From an optimization exercise on the open Yosys and OpenROAD flow, aimed at small area, a short achievable clock period and few clock cycles per item; shortcuts taken in it are not production practice. In this exercise RTL edits were held to simulation tests only and were not proved equivalent to the original.

===== design/flow/run.sh =====
#!/bin/bash
# synth_recipe.tcl (not shown) runs the flow's synth.tcl, then flattens the netlist and writes it again
# the make line also repeats each setting of config.mk as NAME=value (left out here)
make -C /OpenROAD-flow-scripts/flow DESIGN_CONFIG=/design/flow/config.mk WORK_HOME=/design/flow/orfs CLKGATE_MAP_FILE= SYNTH_SCRIPT=/design/flow/synth_recipe.tcl finish

===== design/flow/config.mk =====
export PLATFORM = sky130hd
export DESIGN_NAME = m960_xacc_lane
export DESIGN_NICKNAME = m960_xacc_lane
export VERILOG_FILES = /design/flow/design.v
export SDC_FILE = /design/flow/constraint.sdc
export NUM_CORES = 4
export LEC_CHECK = 0
export CAP_MARGIN = 20
export CORE_MARGIN = 2
export CORE_UTILIZATION = 40
export SLEW_MARGIN = 20

===== design/flow/constraint.sdc =====
create_clock -name core_clock -period 15.0 [get_ports {clk}]
set_input_delay 3.0000 -clock core_clock [delete_from_list [all_inputs] [get_ports {clk}]]
set_output_delay 3.0000 -clock core_clock [all_outputs]
set_load 0.01 [all_outputs]

===== design/flow/design.v =====
module m960_xrnd (
    input  wire [95:0] x,
    output reg  [39:0] y
);
    wire [67:0] q     = x[95:28];                
    wire        half  = x[27];
    wire        below = (x[26:0] != 27'd0);
    wire        up    = half && (below || q[0]);
    wire [68:0] r     = {q[67], q} + {68'd0, up};    
    always @* begin
        if (!r[68] && (r[67:39] != 29'd0))
            y = 40'h7F_FFFF_FFFF;
        else if (r[68] && (r[67:39] != {29{1'b1}}))
            y = 40'h80_0000_0000;
        else
            y = r[39:0];
    end
endmodule
module m960_ftol (
    input  wire [31:0] f,
    output reg  [39:0] y
);
    wire        s    = f[31];
    wire [7:0]  e    = f[30:23];
    wire [22:0] t    = f[22:0];
    wire [23:0] m    = {e != 8'd0, t};
    wire [8:0]  eu   = (e == 8'd0) ? 9'd1 : {1'b0, e};
    wire        big    = (eu >= 9'd134);         
    wire        left   = (eu >= 9'd118);
    wire [3:0]  ls     = eu[3:0] - 4'd6;         
    wire [8:0]  rs_w   = 9'd118 - eu;
    wire [4:0]  rs     = (rs_w > 9'd26) ? 5'd26 : rs_w[4:0];
    wire [50:0] wide   = {m, 27'd0} >> rs;
    wire [23:0] ip     = wide[50:27];
    wire        g      = wide[26];
    wire        st     = (wide[25:0] != 26'd0);
    wire [24:0] rnd    = {1'b0, ip} + {24'd0, g && (st || ip[0])};
    wire [39:0] mag    = left ? ({16'd0, m} << ls) : {15'd0, rnd};
    always @* begin
        if ((e == 8'hFF) && (t != 23'd0))
            y = 40'd0;
        else if (big)
            y = s ? 40'h80_0000_0000 : 40'h7F_FFFF_FFFF;
        else
            y = s ? (~mag + 40'd1) : mag;
    end
endmodule
module m960_ltof (
    input  wire [39:0] y,
    output reg  [31:0] f
);
    wire        s   = y[39];
    wire [39:0] mag = s ? (~y + 40'd1) : y;      
    integer     k;
    reg  [5:0]  lz;
    always @* begin
        lz = 6'd0;
        for (k = 0; k < 40; k = k + 1)
            if (mag[k]) lz = 6'd39 - k[5:0];
    end
    wire [39:0] nm    = mag << lz;               
    wire [23:0] man   = nm[39:16];
    wire        g     = nm[15];
    wire        st    = (nm[14:0] != 15'd0);
    wire        up    = g && (st || man[0]);
    wire [7:0]  be    = 8'd134 - {2'b0, lz};
    wire [30:0] body  = {be, man[22:0]} + {30'd0, up};
    always @* begin
        if (y == 40'd0)
            f = 32'd0;
        else
            f = {s, body};
    end
endmodule
module m960_xacc_lane (
    input  wire        clk,
    input  wire        rst,         
    input  wire        in_valid,
    output wire        in_ready,
    input  wire [5:0]  in_op,
    input  wire [1:0]  in_n,        
    input  wire [63:0] in_a,        
    input  wire [31:0] in_b,        
    output reg         out_valid,
    output reg  [63:0] out_data
);
    localparam [5:0] OP_XMAC = 6'h20,
                     OP_XCLR = 6'h21,
                     OP_XRND = 6'h22,
                     OP_FTOL = 6'h24,
                     OP_LTOF = 6'h25;
    reg        s0_valid;
    reg [5:0]  s0_op;
    reg [1:0]  s0_n;
    reg [63:0] s0_a;
    reg [31:0] s0_b;
    assign in_ready = 1'b1;
    always @(posedge clk) begin
        if (rst)
            s0_valid <= 1'b0;
        else
            s0_valid <= in_valid;
        if (in_valid) begin
            s0_op <= in_op;
            s0_n  <= in_n;
            s0_a  <= in_a;
            s0_b  <= in_b;
        end
    end
    reg  [95:0] xacc [0:3];
    wire [95:0] x_sel = xacc[s0_n];
    wire signed [39:0] sample  = s0_a[39:0];
    wire signed [31:0] gain    = s0_b;
    wire signed [71:0] product = sample * gain;
    wire [95:0]        x_sum   = x_sel + {{24{product[71]}}, product};
    integer i;
    always @(posedge clk) begin
        if (rst) begin
            for (i = 0; i < 4; i = i + 1)
                xacc[i] <= 96'd0;
        end else if (s0_valid) begin
            if (s0_op == OP_XMAC)
                xacc[s0_n] <= x_sum;
            else if (s0_op == OP_XCLR)
                xacc[s0_n] <= 96'd0;
        end
    end
    wire [39:0] xrnd_y;
    wire [39:0] ftol_y;
    wire [31:0] ltof_y;
    m960_xrnd u_xrnd (.x(x_sel), .y(xrnd_y));
    m960_ftol u_ftol (.f(s0_a[31:0]), .y(ftol_y));
    m960_ltof u_ltof (.y(s0_a[39:0]), .f(ltof_y));
    wire has_result = (s0_op == OP_XRND) || (s0_op == OP_FTOL) || (s0_op == OP_LTOF);
    always @(posedge clk) begin
        if (rst)
            out_valid <= 1'b0;
        else
            out_valid <= s0_valid && has_result;
        if (s0_valid) begin
            case (s0_op)
                OP_XRND: out_data <= {{24{xrnd_y[39]}}, xrnd_y};
                OP_FTOL: out_data <= {{24{ftol_y[39]}}, ftol_y};
                default: out_data <= {32'd0, ltof_y};
            endcase
        end
    end
endmodule

==> run notes <==
-- cell type report --
cell class / instances / area (sq um) / share of cell area, %
clock inverter: 40 / 528 / 0.592
clock buffer: 78 / 1740 / 1.95
tap: 2688 / 3360 / 3.77
multi-input combinational: 6454 / 59300 / 66.5
antenna: 6 / 15.0 / 0.0168
timing repair buffer: 373 / 3340 / 3.74
inverter: 1521 / 5710 / 6.40
sequential: 508 / 15200 / 17.1
-- kinds of logic after synthesis --
logic type | after synthesis | synth area share (%)
adder cells (fa/ha/maj) | 1626 | 36.7
other | 1 | 0.00455
flip-flops | 508 | 18.4
buffers and inverters | 2091 | 9.80
multiplexers | 197 | 4.05
AND/OR/NAND/NOR | 3040 | 17.2
AO/OA/AOI/OAI | 1305 | 10.8
XOR/XNOR | 285 | 3.05
-- state kept, by name, indices dropped and copies added, names as in the netlist, named ones only --
signal	cells
out_valid	1
s0_valid	1
s0_b	32
out_data	40
s0_op	6
s0_a	40
xacc	384
s0_n	2
-- routing by layer --
| metal | routed length, microns | vias to the layer above | global-route usage (%) |
|---|---|---|---|
| li1 | - | 29100 | - |
| met1 | 119000 | 34094 | 36.9 |
| met2 | 131000 | 2739 | 43.5 |
| met3 | 22600 | 509 | 4.88 |
| met4 | 14000 | 4 | 11.7 |
| met5 | 34 | - | 0 |
-- synth_stat cells (all sizes together), types with 31 or more instances --
library cell  instances
nand2              1311
a211oi              101
xor2                104
ha                  303
nor4                 60
buf                 137
a31oi                52
and2                337
o21ai               247
inv                1516
and3                 63
nand4                82
xnor2               181
fa                 1323
nor2                631
nor3                158
mux4                107
o211ai               53
a21o                119
o31ai                36
nand2b               70
clkbuf              433
nand3               144
a21oi               327
mux2i                66
or2                  31
edfxtp              504
nor2b                45
-- worst paths after layout --
check                startpoint                         to  depth (start not counted)
max          s0_a[14]$_DFFE_PP_  xacc[0][95]$_SDFFCE_PN0P_                         46
min          s0_op[3]$_DFFE_PP_       out_valid$_SDFF_PP0_                          3
max reg2reg  s0_a[14]$_DFFE_PP_  xacc[0][95]$_SDFFCE_PN0P_                         46
min reg2reg  s0_op[3]$_DFFE_PP_       out_valid$_SDFF_PP0_                          3
-- per-stage QoR --
| stage | std cells | hold WS [ns] |
|---|---|---|
| 6_report | 11668 | 0.671 |
| 5_1_grt | 11668 | 0.753 |
| 4_1_cts | 11662 | 0.695 |
| 3_5_place_dp | 11544 | 0.683 |
| 3_3_place_gp | 11539 | 0.681 |
| 2_1_floorplan | 9053 | 0.543 |
-- critical path, delay by kind of cell, from the launching register on --
kind,cells,cell delay [ns]
AOI/OAI and AO/OA,22,5.46
xor gates and xnor gates,3,0.85
adders and majority gates,10,5.01
buffers and inverters,6,0.81
DFF,1,0.99
and+or+nand+nor,5,0.45
==> impl_metrics.ini <==
[synthesis]
ys_warn_count = 4
synth_edf_count = 504
yosysSeqAreaShare_pct = 18.4
ys_types = 119
yosysTopAreaCellShare_pct = 32.1
netlist_instances = 9053
synth_fp_nets = 10786
netlist_top_cells_area = fa_1 32%, edfxtp_1 18%, inv_1 6.9%
ys_ff_latch = 508
synthFlopType = edfxtp_1
synth.avg_cell_area_sq_um = 9.11
yosys.area.top_type = fa_1
ys_async_sr_fraction_pct = 0
syn_area_sq_um = 82500

[timing]
layout_setup_ws_ns = 1.14
fin_crit_ns = 13.86
grt_setup_unrepaired = no
fin_crit_sh_pct = 92.4
hold_violations = 0
fin_worst_skew_ns = 0.0352
slew_headroom_pct = 18.3
slew_viol_final = 0
worst_pin_slew_ns = 1.22
fmax_mhz = 72.2
setup_violations = 0
fin_tns_setup_ns = 0

[final_layout]
final_common_cell = inv_1
n_fill_cell = 19995
areaGrowthSynthToFinish_pct = 8.17
final_cell_mix = 1513 x inv_1, 1323 x fa_1, 1309 x nand2_1, 629 x nor2_1, 504 x edfxtp_1
finish.utilization_pct = 43.6
stdcell_area_sq_um = 89200
drive_gt1_share_pct = 6.64
nets = 10659

[clock_tree]
root_buffer = clkbuf_16
clk_latency_ns = 0.70
path_clk_slew_ns = 0.06
post-cts-setup-buffer-count = 0
cts_resized = 0
cts.sinks = 508
cts_buffers = 68
cts_tree = done
htree_levels = 3
cts_hold_buf = 0
cts_max_path_buffers = 3

[placed_design]
place_congestion = 0.964
dpl_worst_slack_ns = 1.29
placedInstanceArea_sq_um = 87000
place_hpwl_microns = 222000
port_buffers = 147

[floorplan]
die_h_microns = 458
start_util_pct = 40.3
core_sq_um = 205000
die_w_microns = 458
num_io_pins = 173
fp-row-count = 166
dieArea_sq_um = 210000

[detailed_routing]
vias = 66446
drtAntennaViolNets = 0
drcViolationCount = 0
wl_per_cell_microns = 24.5
first_pass_iters = 6
drt_wl_total_microns = 286000
drtIter0Drc = 5920
vias_per_cell = 5.69

[status]
outcome = finished clean

[global_route]
grt_start_max_net_pins = 62
grt_pass1_vias = 68577
antenna_found_initial = 8
grt_usage_pct = 27.4
grt-ovfl-total = 0
grt_pass1_wl_microns = 436000

[setup_path]
crit_required_ns = 15.42
crit_path_top_delay_cell = edfxtp_1
cp-end-kind = flip-flop
rrSetupSlack_ns = 1.14
path_class = reg -> reg
crit_path_max_incr_delay_ns = 0.99
startpoint_type = flip-flop
worstPathArrival_ns = 14.28
path_common_cell = fa_1
worst-path-max-fanout = 7

[hold_path]
hold_path_class = reg -> reg

[job]
cap_violations = 0
Testbench counts, summed over its fixed seeds: cycles 32,016, ops 32,000.

==> port drivers added, routing unchanged <==
In the flow no input, the clock included, has a driving cell. The finished layout below was timed again as built, in two steps.
Step 1, drivers: a clkbuf_16 drives clk and a buf_2 each remaining input, both assumed.
Step 2 times the ports against the registers' clock, not the clock port: input delays grow and output delays shrink by t, the midpoint of the rising clock arrivals with the driver on.
a / b / c = no drivers / after step 1 / after step 2; a / b = the first two.
t (ns): 0.776
setup slack, ns: 1.141 / 1.141 / 1.141
worst setup path after step 2: register to register
worst register clock-pin slew, ns: 0.06 / 0.06
worst data-port slew with drivers (ns): 0.27
After both steps this run still meets setup and hold. For this run, drivers alone change the setup slack by 0.000 ns; drivers and shift together by 0.000 ns.
